Source: an optimization exercise on an open RTL-to-GDS flow (aim: small area). Production flows keep margins and buffers that such runs may drop.
Function was checked by simulation only, so behaviour that the tests miss may differ from the original.

<file path="design/flow/design.v">
module tcounter (
    input  wire        clk,
    input  wire        rst,
    input  wire        dpll_free,
    input  wire        rate_we,
    input  wire [63:0] rate_in,
    input  wire        cmd_valid,
    input  wire [1:0]  cmd_op,          
    input  wire [47:0] cmd_sec,
    input  wire [31:0] cmd_ns,
    input  wire [15:0] cmd_subns,
    input  wire [63:0] cmd_offset,      
    input  wire [63:0] cmd_rate_limit,  
    output reg  [47:0] sec,
    output reg  [29:0] ns,
    output reg  [15:0] subns,
    output reg         time_valid,
    output reg  [15:0] step_epoch,
    output wire [63:0] rate,
    output reg         rate_clamp,
    output reg         slew_active,
    output wire [63:0] slew_rem,
    output reg         slew_done,
    output reg         rsp_valid,
    output reg  [1:0]  rsp_status,
    output reg  [63:0] rsp_prev,
    output wire [63:0] rsp_new
);
    localparam [1:0] OP_SET = 2'd0, OP_STEP = 2'd1, OP_SLEW = 2'd2, OP_CANCEL = 2'd3;
    localparam [1:0] ST_DONE = 2'd0, ST_BAD_PARAM = 2'd1, ST_BAD_STATE = 2'd2;
    localparam [63:0] RATE_NOM = 64'd450359962737050;
    localparam [63:0] RATE_MIN = 64'd450314926740776;
    localparam [63:0] RATE_MAX = 64'd450404998733324;
    localparam [63:0] RL_MIN   = 64'd40960;
    localparam [63:0] RL_MAX   = 64'd1844674407370955;
    localparam [29:0] NS_PER_S = 30'd1000000000;
    localparam [20:0] DIV_D    = 21'd1953125;           
    reg  [37:0] rate_lo;
    assign rate = {RATE_NOM[63:38], rate_lo};
    reg  [31:0] frac_lo;        
    reg  [95:0] rem;            
    reg  [35:0] mm1;            
    reg         rsp_new_en;
    reg         p_valid;
    reg [1:0]   p_op;
    reg [1:0]   p_status;
    reg [99:0]  pl;             
    reg [43:0] ds, dc;
    reg [26:0] dg;
    reg [6:0]  de;
    reg        dpos, done_, dtwo;
    reg [23:0] da;
    integer k, i;
    always @* begin
        ds = {{5{cmd_offset[63]}}, cmd_offset[63:25]};
        dc = 44'd0;
        for (k = 8; k >= 0; k = k - 1) begin
            de = ds[2*k+17 +: 7] + dc[2*k+17 +: 7];
            dpos  = $signed(de) >= 7'sd5;
            dtwo  = $signed(de) >= 7'sd20 || $signed(de) < -7'sd24;
            done_ = ($signed(de) >= 7'sd5 && $signed(de) < 7'sd20) ||
                    ($signed(de) >= -7'sd24 && $signed(de) < -7'sd8);
            dg[3*k +: 3] = {dpos, done_, dtwo};
            for (i = 0; i < 24; i = i + 1)
                da[i] = dpos ^ ((done_ & (i < 21 && DIV_D[i])) | (dtwo & (i >= 1 && i <= 21 && DIV_D[i-1])));
            for (i = 23; i >= 0; i = i - 1) begin
                if (i < 23) dc[2*k+i+1] = (ds[2*k+i] & dc[2*k+i]) | (ds[2*k+i] & da[i]) | (dc[2*k+i] & da[i]);
                ds[2*k+i] = ds[2*k+i] ^ dc[2*k+i] ^ da[i];
            end
            dc[2*k] = dpos;
        end
    end
    wire [39:0] mq = {2'b00, cmd_rate_limit[50:13]};
    reg  [2:0]  mres [0:9];
    reg  [3:0]  mnib;
    reg  [3:0]  msum;
    reg  [2:0]  macc;
    integer j;
    always @* begin
        for (j = 0; j < 10; j = j + 1) begin
            mnib = mq[4*j +: 4];
            case (mnib)
                4'd0, 4'd5, 4'd10, 4'd15: mres[j] = 3'd0;
                4'd1, 4'd6, 4'd11:        mres[j] = 3'd1;
                4'd2, 4'd7, 4'd12:        mres[j] = 3'd2;
                4'd3, 4'd8, 4'd13:        mres[j] = 3'd3;
                default:                  mres[j] = 3'd4;
            endcase
        end
        macc = mres[0];
        for (j = 1; j < 10; j = j + 1) begin
            msum = {1'b0, macc} + {1'b0, mres[j]};
            macc = (msum >= 4'd5) ? msum[2:0] - 3'd5 : msum[2:0];
        end
    end
    wire [4:0]  mlo = {1'b0, mq[3:0]} + {1'b0, 4'd11 - {1'b0, macc}};
    reg  [35:0] mx;
    reg         mbw;
    always @* begin
        mx[3:0] = mlo[3:0];
        mbw = ~mlo[4];
        for (j = 4; j < 36; j = j + 1) begin
            mx[j] = mq[j] ^ mbw;
            mbw = mbw & ~mq[j];
        end
    end
    reg  [35:0] mq_m1;
    reg         mb, ms;
    always @* begin
        mb = 1'b0;
        for (j = 0; j < 36; j = j + 1) begin
            ms = (j >= 2) ? mq_m1[j-2] : 1'b0;
            mq_m1[j] = mx[j] ^ ms ^ mb;
            mb = (~mx[j] & ms) | (~mx[j] & mb) | (ms & mb);
        end
    end
    reg [1:0] chk_c;
    always @* begin
        chk_c = ST_DONE;
        if (!dpll_free)
            chk_c = ST_BAD_STATE;
        else if (cmd_op == OP_SET && cmd_ns >= 32'd1000000000)
            chk_c = ST_BAD_PARAM;
        else if (cmd_op == OP_SLEW && (cmd_rate_limit < RL_MIN || cmd_rate_limit > RL_MAX))
            chk_c = ST_BAD_PARAM;
    end
    always @(posedge clk) begin
        if (rst)
            p_valid <= 1'b0;
        else
            p_valid <= cmd_valid;
        p_op     <= cmd_op;
        p_status <= chk_c;
        case (cmd_op)
            OP_SET:  pl <= {mq_m1[35:30], cmd_sec, cmd_ns[29:0], cmd_subns};
            OP_STEP: pl <= {mq_m1[35:32], ds[21:0], dc[21:0], dg, cmd_offset[24:0]};
            default: pl <= {mq_m1, cmd_offset};
        endcase
    end
    wire [47:0] pa_sec = pl[93:46];
    wire [29:0] pa_ns  = pl[45:16];
    wire [15:0] pa_sub = pl[15:0];
    wire [63:0] pa_off = pl[63:0];
    wire [35:0] pa_mm1 = pl[99:64];
    wire [21:0] fs = pl[95:74];
    wire [21:0] fc = pl[73:52];
    wire [26:0] fdg = pl[51:25];
    reg  [19:0] qpa, qna;
    integer fi;
    always @* begin
        qpa[19:18] = 2'b00;
        qna[19:18] = 2'b00;
        for (fi = 0; fi < 9; fi = fi + 1) begin
            qpa[2*fi]   = fdg[3*fi+2] & fdg[3*fi+1];
            qpa[2*fi+1] = fdg[3*fi+2] & fdg[3*fi];
            qna[2*fi]   = ~fdg[3*fi+2] & fdg[3*fi+1];
            qna[2*fi+1] = ~fdg[3*fi+2] & fdg[3*fi];
        end
    end
    reg [21:0] d_r;
    reg        d_c;
    always @* begin
        d_c = 1'b0;
        for (fi = 0; fi < 22; fi = fi + 1) begin
            d_r[fi] = fs[fi] ^ fc[fi] ^ d_c;
            d_c = (fs[fi] & fc[fi]) | (fs[fi] & d_c) | (fc[fi] & d_c);
        end
    end
    wire d_neg = d_r[21];
    reg [20:0] d_rc;
    reg        d_c2;
    always @* begin
        d_c2 = 1'b0;
        for (fi = 0; fi < 21; fi = fi + 1) begin
            d_rc[fi] = d_r[fi] ^ (DIV_D[fi] & d_neg) ^ d_c2;
            d_c2 = (d_r[fi] & (DIV_D[fi] & d_neg)) | (d_r[fi] & d_c2) | ((DIV_D[fi] & d_neg) & d_c2);
        end
    end
    wire [29:0] dns = {d_rc, pl[24:16]};
    reg [19:0] d_q;
    reg        d_c3;
    always @* begin
        d_c3 = ~d_neg;
        for (fi = 0; fi < 20; fi = fi + 1) begin
            d_q[fi] = qpa[fi] ^ ~qna[fi] ^ d_c3;
            d_c3 = (qpa[fi] & ~qna[fi]) | (qpa[fi] & d_c3) | (~qna[fi] & d_c3);
        end
    end
    wire        rs = rem[95];
    wire [35:0] cx = rem[35:0] ^ {36{rs}};
    reg         cgt, ceq;
    integer     ci;
    always @* begin
        cgt = 1'b0;
        ceq = 1'b1;
        for (ci = 35; ci >= 0; ci = ci - 1) begin
            cgt = cgt | (ceq & cx[ci] & ~mm1[ci]);
            ceq = ceq & ~(cx[ci] ^ mm1[ci]);
        end
    end
    wire hi_big = rs ? ~&rem[95:36] : |rem[95:36];
    wire full   = slew_active & (hi_big | cgt | (rs & ceq));
    wire active_t = slew_active & full;
    wire ends_t   = slew_active & ~full;
    wire [35:0] scx  = full ? (mm1 ^ {36{rs}}) : rem[35:0];
    wire        sc_c = full & ~rs;
    wire [49:0] t_a = {2'b00, subns, frac_lo};
    wire [49:0] t_b = {RATE_NOM[49:38], rate_lo};
    wire [49:0] t_o = {{14{rs}}, scx};
    reg  [49:0] t_s, t_cv, tk;
    reg         t_c;
    integer     ti;
    always @* begin
        t_cv[0] = sc_c;
        for (ti = 0; ti < 50; ti = ti + 1) begin
            t_s[ti] = t_a[ti] ^ t_b[ti] ^ t_o[ti];
            if (ti < 49) t_cv[ti+1] = (t_a[ti] & t_b[ti]) | (t_a[ti] & t_o[ti]) | (t_b[ti] & t_o[ti]);
        end
        t_c = 1'b0;
        for (ti = 0; ti < 50; ti = ti + 1) begin
            tk[ti] = t_s[ti] ^ t_cv[ti] ^ t_c;
            t_c = (t_s[ti] & t_cv[ti]) | (t_s[ti] & t_c) | (t_cv[ti] & t_c);
        end
    end
    wire [47:0] fr_t = tk[47:0];
    wire        c1   = tk[48];      
    wire        c2   = tk[49];      
    wire        eq999 = ns == 30'd999999999;
    wire        eq998 = ns == 30'd999999998;
    wire        w1    = c2 ? (eq998 | eq999) : eq999;
    reg  [29:0] n_inc;
    reg         n_p;
    integer     ni;
    always @* begin
        n_inc[0] = ns[0] ^ c1;
        n_p = 1'b1;
        for (ni = 1; ni < 30; ni = ni + 1) begin
            n_inc[ni] = ns[ni] ^ (n_p & (c2 | (c1 & ns[0])));
            n_p = n_p & ns[ni];
        end
    end
    wire [29:0] ns_t = w1 ? {29'd0, c2 & eq999} : n_inc;
    reg  [47:0] sec_t;
    reg         s_p;
    always @* begin
        s_p = w1;
        for (ni = 0; ni < 48; ni = ni + 1) begin
            sec_t[ni] = sec[ni] ^ s_p;
            s_p = s_p & sec[ni];
        end
    end
    reg [15:0] st_fr;
    reg        cf;
    always @* begin
        cf = 1'b0;
        for (ni = 0; ni < 16; ni = ni + 1) begin
            st_fr[ni] = fr_t[32+ni] ^ pa_sub[ni] ^ cf;
            cf = (fr_t[32+ni] & pa_sub[ni]) | (fr_t[32+ni] & cf) | (pa_sub[ni] & cf);
        end
    end
    reg [30:0] st_ns0;
    reg        sn_c;
    always @* begin
        sn_c = cf;
        for (ni = 0; ni < 30; ni = ni + 1) begin
            st_ns0[ni] = ns_t[ni] ^ dns[ni] ^ sn_c;
            sn_c = (ns_t[ni] & dns[ni]) | (ns_t[ni] & sn_c) | (dns[ni] & sn_c);
        end
        st_ns0[30] = sn_c;
    end
    wire        w2 = st_ns0 >= {1'b0, NS_PER_S};
    localparam [30:0] NEG_NS = 31'h7fffffff - {1'b0, NS_PER_S} + 31'd1;
    reg [29:0] st_nsm;
    reg        sm_c;
    always @* begin
        sm_c = 1'b0;
        for (ni = 0; ni < 30; ni = ni + 1) begin
            st_nsm[ni] = st_ns0[ni] ^ NEG_NS[ni] ^ sm_c;
            sm_c = (st_ns0[ni] & NEG_NS[ni]) | (st_ns0[ni] & sm_c) | (NEG_NS[ni] & sm_c);
        end
    end
    wire [29:0] st_ns = w2 ? st_nsm : st_ns0[29:0];
    wire [49:0] y_b = {{30{d_q[19]}}, d_q};
    reg  [49:0] y0;
    reg         y_c;
    always @* begin
        y_c = 1'b0;
        for (ni = 0; ni < 50; ni = ni + 1) begin
            y0[ni] = (ni < 48 ? sec[ni] : 1'b0) ^ y_b[ni] ^ y_c;
            y_c = ((ni < 48 ? sec[ni] : 1'b0) & y_b[ni]) | ((ni < 48 ? sec[ni] : 1'b0) & y_c) | (y_b[ni] & y_c);
        end
    end
    reg  [49:0] st_sec;
    reg         y_p, y_ci;
    always @* begin
        st_sec[0] = y0[0] ^ w1 ^ w2;
        y_ci = (w1 & w2) | (y0[0] & (w1 ^ w2));
        y_p = 1'b1;
        for (ni = 1; ni < 50; ni = ni + 1) begin
            st_sec[ni] = y0[ni] ^ (y_p & y_ci);
            y_p = y_p & y0[ni];
        end
    end
    wire sec_wrap = w1 & &sec;
    wire st_ok = st_sec[49:48] == {1'b0, sec_wrap};
    wire [95:0] r_b = {{60{~rs}}, mm1 ^ {36{~rs}}};
    reg  [95:0] r_s;
    reg         r_c;
    always @* begin
        r_c = rs;
        for (ni = 0; ni < 96; ni = ni + 1) begin
            r_s[ni] = rem[ni] ^ r_b[ni] ^ r_c;
            r_c = (rem[ni] & r_b[ni]) | (rem[ni] & r_c) | (r_b[ni] & r_c);
        end
    end
    wire [95:0] rem_t = full ? r_s : 96'd0;
    reg  [64:0] mg;
    reg         m_c;
    always @* begin
        m_c = 1'b0;
        for (ni = 0; ni < 65; ni = ni + 1) begin
            mg[ni] = rem_t[ni < 64 ? 32 + ni : 95] ^ pa_off[ni < 64 ? ni : 63] ^ m_c;
            m_c = (rem_t[ni < 64 ? 32 + ni : 95] & pa_off[ni < 64 ? ni : 63]) |
                  (rem_t[ni < 64 ? 32 + ni : 95] & m_c) | (pa_off[ni < 64 ? ni : 63] & m_c);
        end
    end
    wire mg_ok = (mg[64] == mg[63]) &&
                 !(mg[63:0] == 64'h7fffffffffffffff && |rem_t[31:0]);
    reg  [63:0] tr_now, tr_t;
    reg         tn_p, tt_p;
    always @* begin
        tn_p = rs & |rem[31:0];
        tt_p = rs & |rem_t[31:0];
        for (ni = 0; ni < 64; ni = ni + 1) begin
            tr_now[ni] = rem[32+ni] ^ tn_p;
            tn_p = tn_p & rem[32+ni];
            tr_t[ni] = rem_t[32+ni] ^ tt_p;
            tt_p = tt_p & rem_t[32+ni];
        end
    end
    assign slew_rem = tr_now;
    assign rsp_new  = rsp_new_en ? tr_now : 64'd0;
    wire rate_lt = rate_in < RATE_MIN;
    wire rate_gt = rate_in > RATE_MAX;
    always @(posedge clk) begin
        if (rst) begin
            sec         <= 48'd0;
            ns          <= 30'd0;
            subns       <= 16'd0;
            frac_lo     <= 32'd0;
            time_valid  <= 1'b0;
            step_epoch  <= 16'd0;
            rate_lo     <= RATE_NOM[37:0];
            rate_clamp  <= 1'b0;
            rem         <= 96'd0;
            slew_active <= 1'b0;
            slew_done   <= 1'b0;
            rsp_valid   <= 1'b0;
            rsp_status  <= 2'd0;
            rsp_prev    <= 64'd0;
            rsp_new_en  <= 1'b0;
        end else begin
            rate_clamp <= rate_we & (rate_lt | rate_gt);
            if (rate_we)
                rate_lo <= rate_lt ? RATE_MIN[37:0] : rate_gt ? RATE_MAX[37:0] : rate_in[37:0];
            sec         <= sec_t;
            ns          <= ns_t;
            {subns, frac_lo} <= fr_t;
            rem         <= rem_t;
            slew_active <= active_t;
            slew_done   <= ends_t;
            rsp_valid  <= p_valid;
            rsp_status <= ST_DONE;
            rsp_prev   <= 64'd0;
            rsp_new_en <= 1'b0;
            if (p_valid) begin
                if (p_status != ST_DONE) begin
                    rsp_status <= p_status;
                end else if (!dpll_free) begin
                    rsp_status <= ST_BAD_STATE;
                end else begin
                    case (p_op)
                        OP_SET: begin
                            sec         <= pa_sec;
                            ns          <= pa_ns;
                            subns       <= pa_sub;
                            frac_lo     <= 32'd0;
                            time_valid  <= 1'b1;
                            step_epoch  <= step_epoch + 16'd1;
                            rem         <= 96'd0;
                            slew_active <= 1'b0;
                            slew_done   <= 1'b0;
                        end
                        OP_STEP: begin
                            if (st_ok) begin
                                sec        <= st_sec[47:0];
                                ns         <= st_ns;
                                subns      <= st_fr;
                                step_epoch <= step_epoch + 16'd1;
                            end else begin
                                rsp_status <= ST_BAD_PARAM;
                            end
                        end
                        OP_SLEW: begin
                            if (mg_ok) begin
                                rem         <= {mg[63:0], rem_t[31:0]};
                                mm1         <= pa_mm1;
                                slew_active <= 1'b1;
                                slew_done   <= 1'b0;
                                rsp_prev    <= tr_t;
                                rsp_new_en  <= 1'b1;
                            end else begin
                                rsp_status <= ST_BAD_PARAM;
                            end
                        end
                        default: begin
                            rem         <= 96'd0;
                            slew_active <= 1'b0;
                            rsp_prev    <= tr_t;
                        end
                    endcase
                end
            end
        end
    end
endmodule
</file>
<file path="design/flow/flow/run.sh">
#!/bin/bash
# Layout of the design with the standard flow, changed in two ways:
#  - the port buffers are made from the smallest buffer cell (buf_1);
#  - the netlist is synthesized like the standard synthesis but without
#    Yosys's generic ABC pass before full-adder extraction (SYNTH_ARGS
#    -noabc), which keeps the written-out adders as full-adder cells. Its
#    registers are then given the standard synthesis's names (they are the
#    same registers; only the cell-type suffix of a few names differs). If
#    the register sets do not match, the standard netlist is kept.
set -o pipefail
export BUFFER_PORTS_ARGS="-buffer_cell sky130_fd_sc_hd__buf_1"
here=$(pwd)
res=orfs/results/$FLOW_PLATFORM/tcounter/base

# 1. the standard synthesis
bash standard.sh synth > synth_std.log 2>&1 || { tail -30 synth_std.log; exit 1; }
cp $res/1_2_yosys.v std_yosys.v

# 2. the same synthesis without the early generic ABC pass, in alt/
sed "s#WORK_HOME=\([^ ]*\)/orfs#WORK_HOME=\1/alt#" standard.sh > alt_synth.sh
if SYNTH_ARGS="-noabc" bash alt_synth.sh synth > synth_alt.log 2>&1; then
    alt=alt/results/$FLOW_PLATFORM/tcounter/base/1_2_yosys.v
    if python3 flow/rename_regs.py std_yosys.v $alt alt_yosys.v > rename.log 2>&1; then
        cp alt_yosys.v $res/1_2_yosys.v
        touch $res/1_2_yosys.v
        echo "using the alternative netlist" >> rename.log
    else
        echo "keeping the standard netlist" >> rename.log
    fi
else
    echo "alternative synthesis failed; keeping the standard netlist" > rename.log
fi
cat rename.log

# 3. the rest of the standard flow
bash standard.sh > standard.log 2>&1
rc=$?
tail -40 standard.log
exit $rc
</file>
<file path="design/flow/flow/rename_regs.py">
"""Give the registers of an alternative netlist the instance names the
standard synthesis gave them.

usage: rename_regs.py STANDARD.v ALTERNATIVE.v OUT.v

Register instances are named '<register bit>$<cell kind>' by the synthesis
script. The two netlists must hold the same register bits, each in the same
library cell; then each alternative instance is renamed to the standard name
of its bit. Exits non-zero (writing nothing) if the sets differ.
"""
import re
import sys

INST = re.compile(r'^(\s*)(sky130_fd_sc_hd__\w+)\s+(\\\S+|[A-Za-z_][\w$]*)(\s*\()', re.M)


def regs(text):
    out = {}
    for m in INST.finditer(text):
        cell, name = m.group(2), m.group(3)
        if not re.search(r'__(e?df|sdf|dl)', cell):
            continue
        base = re.sub(r'\$_[A-Z0-9_]+_$', '', name)
        if base in out:
            raise SystemExit('duplicate register base name %s' % base)
        out[base] = (cell, name)
    return out


std_text = open(sys.argv[1]).read()
alt_text = open(sys.argv[2]).read()
std = regs(std_text)
alt = regs(alt_text)
print('registers: standard %d, alternative %d' % (len(std), len(alt)))
if set(std) != set(alt):
    print('register bits differ:', sorted(set(std) ^ set(alt))[:20])
    sys.exit(1)
bad = [b for b in std if std[b][0] != alt[b][0]]
if bad:
    print('cell types differ:', [(b, std[b][0], alt[b][0]) for b in bad[:20]])
    sys.exit(1)
if any(not n.startswith('\\') and n != std[b][1] for b, (c, n) in alt.items()):
    print('unexpected plain register names')
    sys.exit(1)
ren = {alt[b][1]: std[b][1] for b in alt if alt[b][1] != std[b][1]}
print('renamed %d instances' % len(ren))


def fix(m):
    name = m.group(3)
    new = ren.get(name, name)
    if new.startswith('\\') and not m.group(4).startswith(' '):
        return m.group(1) + m.group(2) + ' ' + new + ' ' + m.group(4).lstrip()
    return m.group(1) + m.group(2) + ' ' + new + m.group(4)


out = INST.sub(fix, alt_text)
check = regs(out)
assert {b: v for b, v in check.items()} == std, 'renaming failed'
open(sys.argv[3], 'w').write(out)
</file>
<file path="design/flow/standard.sh">
#!/bin/bash
# synth_recipe.tcl (not shown) runs the flow's synth.tcl, then flattens the netlist and writes it again
# the make line also repeats each setting of config.mk as NAME=value (left out here)
make -C /OpenROAD-flow-scripts/flow DESIGN_CONFIG=/design/flow/config.mk WORK_HOME=/design/flow/orfs CLKGATE_MAP_FILE= SYNTH_SCRIPT=/design/flow/synth_recipe.tcl "${@:-finish}"
</file>
<file path="design/flow/config.mk">
export PLATFORM = sky130hd
export DESIGN_NAME = tcounter
export DESIGN_NICKNAME = tcounter
export VERILOG_FILES = /design/flow/design.v
export SDC_FILE = /design/flow/constraint.sdc
export NUM_CORES = 4
export LEC_CHECK = 0
export CAP_MARGIN = 20
export CORE_MARGIN = 2
export CORE_UTILIZATION = 40
export CTS_CLUSTER_DIAMETER = 80
export CTS_CLUSTER_SIZE = 20
export SLEW_MARGIN = 20
</file>
<file path="design/flow/constraint.sdc">
create_clock -name core_clock -period 48.0 [get_ports {clk}]
set_input_delay 9.6000 -clock core_clock [delete_from_list [all_inputs] [get_ports {clk}]]
set_output_delay 9.6000 -clock core_clock [all_outputs]
set_load 0.01 [all_outputs]
</file>
==> parameters.txt, run 1 <==
Parameter                              Value

Outcome
  Run status ... finished clean

Timing
  RSZ-0062 raised after global routing ... no
  Clock Skew ... a little over 40 ps
  Headroom to the max-slew limit ... 0.2823
  Part of the cycle the worst path needs ... 0.9039
  Worst-margin pin slew ... 1077 ps
  Setup_tns ... 0 ps
  Final slew viol count ... 0
  Time the final worst path needs with I/O delays and setup ... around 43000 ps
  Highest clock rate ... ~0.023 GHz
  Final Setup Violations ... 0
  Final hold vios ... 0
  Final worst setup slack ... between 4000 and 5000 ps

Clocking
  Count of cells resized by post-cts repair ... 0
  Max Root-Sink Buffers ... 3
  Clock-pin transition on the worst setup and hold timing paths ... 80 ps
  Hold_buf cts ... 0
  Clock H-tree levels ... 2
  Sink count of the clock tree ... 489
  Clock latency on the worst-skew pair ... approximately 600 ps
  TritonCTS clock tree ... built
  Clock root cell ... sky130_fd_sc_hd__clkbuf_16
  Clock buffers created by TritonCTS ... 38
  Postcts setup bufs ... 0

Final layout
  Layout Area Growth over Synthesis ... 11.78%
  Finished Cell Area ... roughly 50000 um^2
  Net count, final ... about 6400
  Layout fillers ... between 10000 and 15000
  Fraction of final layout cells with drive strength greater than 1 ... 0.04174

GRT
  GR met2 Demand/Resource ... 0.4376
  Routing layer with the top usage in global route ... met2
  Total congestion overflow after global routing ... 0
  Number of global-route vias before repair ... ~36000
  Initial antenna violation count ... 18
  Wire length of the first global-routing pass ... 227700 um
  Global routing usage on met1 ... 0.3415
  Maximum number of pins on one net before global-route repair ... 84
  Global-route track usage on met3 ... 0.07013
  GRT Resource Usage Total ... 0.2675

Min path
  Min-Delay Startpoint ... time_valid$_SDFFE_PP0P_
  Hold Crit Class ... reg2reg

Yosys
  Syn Std Cell Area ... 44610 um^2
  Synthesis warning total ... 2
  Average instance area after synthesis ... 9.841 um^2
  Instance count of the mapped netlist ... approximately 4500

Critical path
  Cell seen most often among critical-path stages ... sky130_fd_sc_hd__fa_1
  Data arrival at the endpoint of the critical path ... 43860 ps
  Startpoint of the worst register-to-register path ... rem[95]$_SDFF_PP0_
  Crit start category ... flip-flop
  Kind of cell with the highest combined delay on the critical path ... adder cells
  Type of destination of the critical path ... flip-flop
  Worst EP required ... 48470 ps
  Worst path buffer plus inverter count ... 6
  Delay contributed by the slowest stage of the critical path ... ~800 ps
  CP Class ... reg2reg
  Startpoint of the worst setup timing path ... rem[95]$_SDFF_PP0_
  Slowest stage cell, crit path ... sky130_fd_sc_hd__o41ai_2
  Largest fanout on the critical path ... between 60 and 70

Detailed routing
  Count of nets left with antenna violations after detail routing ... 0
  Post-detailed-route DRC marker count ... 0
  First-pass DRT Iterations ... 8
  Vias ... 36230
  Wire length per cell after detailed routing ... 23.35 um
  Starting DRT DRC Count ... about 3100
  Routed wire length ... approximately 150000 um
  Post-detailed-route via-to-cell ratio ... 5.487

Floorplan
  Die height ... 337.9 um
  Number of placement rows ... approximately 120
  Core outline area ... ~110000 um^2
  Initial core utilization ... 0.4031
  Die Outline Area ... ~110000 um^2
  Number of top-level pins ... about 670
  Width of the die ... about 340 um

Flow run
  Max-capacitance violation count ... 0

Placed design
  Worst slack after detailed placement ... 4848 ps
  IO buf count ... about 640
  Instance area after placement ... about 49000 um^2
  Post-detailed-placement half-perimeter wirelength ... between 100000 and 150000 um
  Final GP Congestion ... approximately 0.94
-- registers in the layout, summed over array words and instances (netlist names), 2 cells and up --
| name | flops |
|---|---|
| rem | 96 |
| mm1 | 36 |
| frac_lo | 32 |
| subns | 16 |
| p_status | 2 |
| p_op | 2 |
| pl | 100 |
| rsp_prev | 64 |
| rate_lo | 38 |
| step_epoch | 16 |
| sec | 48 |
| rsp_status | 2 |
| ns | 30 |
-- routing by layer --
layer / up-vias / routed length, um
met5: - / 41
met4: 6 / 6320
met3: 238 / 13730
met2: 1347 / 71930
met1: 17890 / 62170
li1: 16750 / -
-- worst reg2reg max path, delay by kind of cell (launching register included) --
kind                     cells  cell delay [ps]
AO/OA/AOI/OAI               13             3490
XOR/XNOR                     1              150
adder cells (fa/ha/maj)     83            32470
buffers and inverters        6             1630
flip-flops                   1              750
multiplexers                 1              260
AND/OR/NAND/NOR             21             4540
-- final cells by class --
type,count,area (um^2),share of cell area
inverter,321,1205,0.02416
antenna,12,30.03,0.0006022
clock buffer,45,1039,0.02083
timing repair buffer,686,2756,0.05528
sequential,489,10150,0.2036
multi-input combinational,3543,32580,0.6534
tap,1488,1862,0.03734
clock inverter,19,236.5,0.004743
-- through the flow --
step                  util  hold WS, ps  cells
floorplan                -        385.5   4557
global placement    0.4385        449.9   6524
detailed placement  0.4386        483.1   6525
CTS                 0.4501        501.1   6589
global route        0.4505        511.4   6601
finish              0.4506        500.6   6603
-- cells in the final DEF, fill, tap and decap left out, types with 66 or more instances in the layout --
cell type / count
sky130_fd_sc_hd__buf_1: 637
sky130_fd_sc_hd__fa_1: 588
sky130_fd_sc_hd__dfxtp_1: 452
sky130_fd_sc_hd__ha_1: 395
sky130_fd_sc_hd__nor2_1: 332
sky130_fd_sc_hd__inv_1: 319
sky130_fd_sc_hd__a21oi_1: 307
sky130_fd_sc_hd__nand2_1: 270
sky130_fd_sc_hd__and2_1: 206
sky130_fd_sc_hd__xnor2_1: 180
sky130_fd_sc_hd__o21ai_0: 176
sky130_fd_sc_hd__xor2_1: 81
sky130_fd_sc_hd__nor2b_1: 77
sky130_fd_sc_hd__nand4_1: 76
sky130_fd_sc_hd__nor4_1: 69
sky130_fd_sc_hd__nand3_1: 66
-- path summary, 6_finish.rpt --
| kind | to | slack [ps] | cells after the start |
|---|---|---|---|
| setup / recovery | step_epoch[15]$_SDFFE_PP0P_ | 4610 | 125 |
| hold / removal | time_valid$_SDFFE_PP0P_ | 500 | 2 |
| setup reg to reg | step_epoch[15]$_SDFFE_PP0P_ | 4610 | 125 |
| hold reg to reg | time_valid$_SDFFE_PP0P_ | 500 | 2 |
==> run 2, diff against run 1 <==
--- a/design/flow/design.v
+++ b/design/flow/design.v
@@ -47,7 +47,7 @@
     reg [99:0]  pl;             
     reg [43:0] ds, dc;
     reg [26:0] dg;
-    reg [6:0]  de;
+    reg [5:0]  de;
     reg        dpos, done_, dtwo;
     reg [23:0] da;
     integer k, i;
@@ -55,11 +55,11 @@
         ds = {{5{cmd_offset[63]}}, cmd_offset[63:25]};
         dc = 44'd0;
         for (k = 8; k >= 0; k = k - 1) begin
-            de = ds[2*k+17 +: 7] + dc[2*k+17 +: 7];
-            dpos  = $signed(de) >= 7'sd5;
-            dtwo  = $signed(de) >= 7'sd20 || $signed(de) < -7'sd24;
-            done_ = ($signed(de) >= 7'sd5 && $signed(de) < 7'sd20) ||
-                    ($signed(de) >= -7'sd24 && $signed(de) < -7'sd8);
+            de = ds[2*k+18 +: 6] + dc[2*k+18 +: 6];
+            dpos  = $signed(de) >= 6'sd3;
+            dtwo  = $signed(de) >= 6'sd10 || $signed(de) < -6'sd12;
+            done_ = ($signed(de) >= 6'sd3 && $signed(de) < 6'sd10) ||
+                    ($signed(de) >= -6'sd12 && $signed(de) < -6'sd4);
             dg[3*k +: 3] = {dpos, done_, dtwo};
             for (i = 0; i < 24; i = i + 1)
                 da[i] = dpos ^ ((done_ & (i < 21 && DIV_D[i])) | (dtwo & (i >= 1 && i <= 21 && DIV_D[i-1])));
--- a/design/flow/config.mk
+++ b/design/flow/config.mk
@@ -8,6 +8,7 @@
 export CAP_MARGIN = 20
 export CORE_MARGIN = 2
 export CORE_UTILIZATION = 40
-export CTS_CLUSTER_DIAMETER = 80
-export CTS_CLUSTER_SIZE = 20
+export CTS_BUF_LIST = sky130_fd_sc_hd__clkbuf_8
+export CTS_CLUSTER_DIAMETER = 60
+export CTS_CLUSTER_SIZE = 14
 export SLEW_MARGIN = 20
==> run 2 against run 1 <==
  * Clock skew increased by 21 ps
  * Clock-buffer cell count is 14 higher
  * Synthesized cell count up 3.9%
  * Critical path depth shrank 8
  * Final area is 0.96% higher
  * Maximum frequency is essentially flat
==> parameters.txt, run 2 <==
Parameter                              Value

Outcome
  Run status ... finished clean

Critical path
  Slowest stage cell, crit path ... sky130_fd_sc_hd__nor4_1
  Crit start category ... flip-flop
  Data arrival at the endpoint of the critical path ... 43970 ps (+110 ps)
  Worst EP required ... 48540 ps (+70 ps)
  Largest fanout on the critical path ... 59 (-12%)
  Worst reg-to-reg path cell count ... 117 (-6.4%)
  Cell seen most often among critical-path stages ... sky130_fd_sc_hd__fa_1
  Type of destination of the critical path ... flip-flop
  CP Class ... reg2reg
  Delay contributed by the slowest stage of the critical path ... 980 ps (+180 ps)

Placed design
  Instance area after placement ... 49130 um^2 (+1.2%)
  Final GP Congestion ... 0.9566 (+1.4%)
  Post-detailed-placement half-perimeter wirelength ... 132300 um (+2.3%)
  IO buf count ... 641 (unchanged)
  Worst slack after detailed placement ... 4751 ps (-96.84 ps)
  Placed cell count ... 6694 (+2.6%)

Clocking
  TritonCTS clock tree ... built
  Clock H-tree levels ... 2 (unchanged)
  Max Root-Sink Buffers ... 3 (unchanged)
  Clock latency on the worst-skew pair ... 740 ps (+140 ps)
  Clock-pin transition on the worst setup and hold timing paths ... 90 ps (about the same)
  Count of cells resized by post-cts repair ... 0 (unchanged)
  Clock root cell ... sky130_fd_sc_hd__clkbuf_8
  Sink count of the clock tree ... 489 (unchanged)
  Clock buffers created by TritonCTS ... 55 (+45%)
  Postcts setup bufs ... 0 (unchanged)
  Hold_buf cts ... 0 (unchanged)

Timing
  Final hold vios ... 0 (unchanged)
  Part of the cycle the worst path needs ... 0.9047 (about the same)
  RSZ-0062 raised after global routing ... no
  Setup_tns ... 0 ps (unchanged)
  Final Setup Violations ... 0 (unchanged)
  Time the final worst path needs with I/O delays and setup ... 43430 ps (+39.57 ps)
  Worst-margin pin slew ... 1130 ps (+53.01 ps)
  Clock Skew ... 62.22 ps (+20.72 ps)
  Final worst setup slack ... 4572 ps (-39.57 ps)
  Worst hold margin ... 394.9 ps (-105.8 ps)
  Headroom to the max-slew limit ... 0.2469 (-0.03534)
  Highest clock rate ... 0.02303 GHz (about the same)
  Final slew viol count ... 0 (unchanged)

Detailed routing
  First-pass DRT Iterations ... 9 (+1)
  Post-detailed-route via-to-cell ratio ... 5.527 (+0.73%)
  Wire length per cell after detailed routing ... 23.64 um (+1.3%)
  Starting DRT DRC Count ... 2895 (-5.7%)
  Vias ... 37590 (+3.8%)
  Count of nets left with antenna violations after detail routing ... 0 (unchanged)
  Routed wire length ... 160800 um (+4.3%)
  Post-detailed-route DRC marker count ... 0 (unchanged)

Flow run
  Max-capacitance violation count ... 0 (unchanged)

Yosys
  Instance count of the mapped netlist ... 4708 (+3.9%)
  Syn Std Cell Area ... 45310 um^2 (+1.6%)
  Average instance area after synthesis ... 9.624 um^2 (-2.2%)
  Synthesis warning total ... 2 (unchanged)

Floorplan
  Number of placement rows ... 123 (+0.82%)
  Die height ... 340.6 um (+0.78%)
  Number of top-level pins ... 668 (unchanged)
  Initial core utilization ... 0.4028 (about the same)
  Width of the die ... 340.6 um (+0.78%)
  Core outline area ... 112500 um^2 (+1.7%)
  Die Outline Area ... 116000 um^2 (+1.6%)

GRT
  Initial antenna violation count ... 10 (-8)
  Wire length of the first global-routing pass ... 239200 um (+5.1%)
  Total congestion overflow after global routing ... 0 (unchanged)
  Maximum number of pins on one net before global-route repair ... 96 (+14%)
  Number of global-route vias before repair ... 37210 (+3.7%)
  GRT Resource Usage Total ... 0.2742 (+0.006718)

Final layout
  Finished Cell Area ... 50340 um^2 (+0.96%)
  Fraction of final layout cells with drive strength greater than 1 ... 0.04383 (+0.002091)
  Layout Area Growth over Synthesis ... 11.11%
  Largest register by flop count ... pl
  Net count, final ... 6522 (+2.6%)
  Fin cells ... 6801 (+3.0%)
  Biggest regs ... pl: 100 flops, rem: 96 flops, rsp_prev: 64 flops
  Max reg flops ... 100 (unchanged)
  Most frequent cells in the layout ... 637 x sky130_fd_sc_hd__buf_1, 588 x sky130_fd_sc_hd__fa_1, 451 x sky130_fd_sc_hd__dfxtp_1
  Final standard cell utilization of the core ... 0.4475 (-0.003061)
  Most frequent standard cell in the layout excluding fill and tap cells ... sky130_fd_sc_hd__buf_1

Min path
  Hold Path Cell Cnt ... 0 (-2)
  Hold Crit Class ... reg2reg
run 2: per-layer routing:
| metal | part of all wire | global-route usage |
|---|---|---|
| met3 | 0.083 | 0.06200 |
| met4 | 0.045 | 0.1063 |
| met1 | 0.41 | 0.3575 |
| met5 | 0.00017 | 0 |
| met2 | 0.46 | 0.4430 |
run 2: area by class of cell:
| cell class | instances | area, um^2 |
|---|---|---|
| sequential | 489 | 10150 |
| tap | 1500 | 1877 |
| antenna | 8 | 20.02 |
| fill | 11000 | 62160 |
| inverter | 342 | 1284 |
| multi-input combinational | 3678 | 33070 |
| timing repair buffer | 686 | 2769 |
| clock buffer | 59 | 812.0 |
| clock inverter | 39 | 360.3 |
run 2: worst max-delay path: cells and delay by family, from the launching register on:
family | cells | cell delay [ps]
AND/OR/NAND/NOR | 15 | 4810
buffers and inverters | 4 | 1110
AO/OA/AOI/OAI | 12 | 2990
adder cells (fa/ha/maj) | 84 | 32690
XOR/XNOR | 1 | 180
multiplexers | 1 | 570
flip-flops | 1 | 800
run 2: path summary, 6_finish.rpt:
kind | from | end | slack [ps]
worst max-delay path | rem[95]$_SDFF_PP0_ | step_epoch[11]$_SDFFE_PP0P_ | 4570
worst min-delay path | pl[96]$_DFF_P_ | mm1[32]$_DFFE_PP_ | 390
worst max register to register | rem[95]$_SDFF_PP0_ | step_epoch[11]$_SDFFE_PP0P_ | 4570
worst min register to register | pl[96]$_DFF_P_ | mm1[32]$_DFFE_PP_ | 390

-- what the ideal ports hide --
The results above use ideal ports. As a check the final layouts listed here were re-extracted and re-timed, cells and wires unchanged.
Step 1 assumes that a clkbuf_16 drives the clock port and a buf_2 every other input.
Step 2, shift: input delay + t, output delay - t, t = (earliest + latest rising clock arrival at the registers) / 2. This alone moves slack from input paths to output paths.
a / b / c = ideal / step 1 / step 2; a / b = the first two.
run | t (ns) | slack for setup (ns) | worst setup path after step 2 | worst slew at a driven data input, ns
run 1 | 0.642 | 4.612 / 4.612 / 4.612 | register to register | 0.12
run 2 | 0.772 | 4.572 / 4.572 / 4.572 | register to register | 0.13
After both steps every run listed still meets setup and hold.
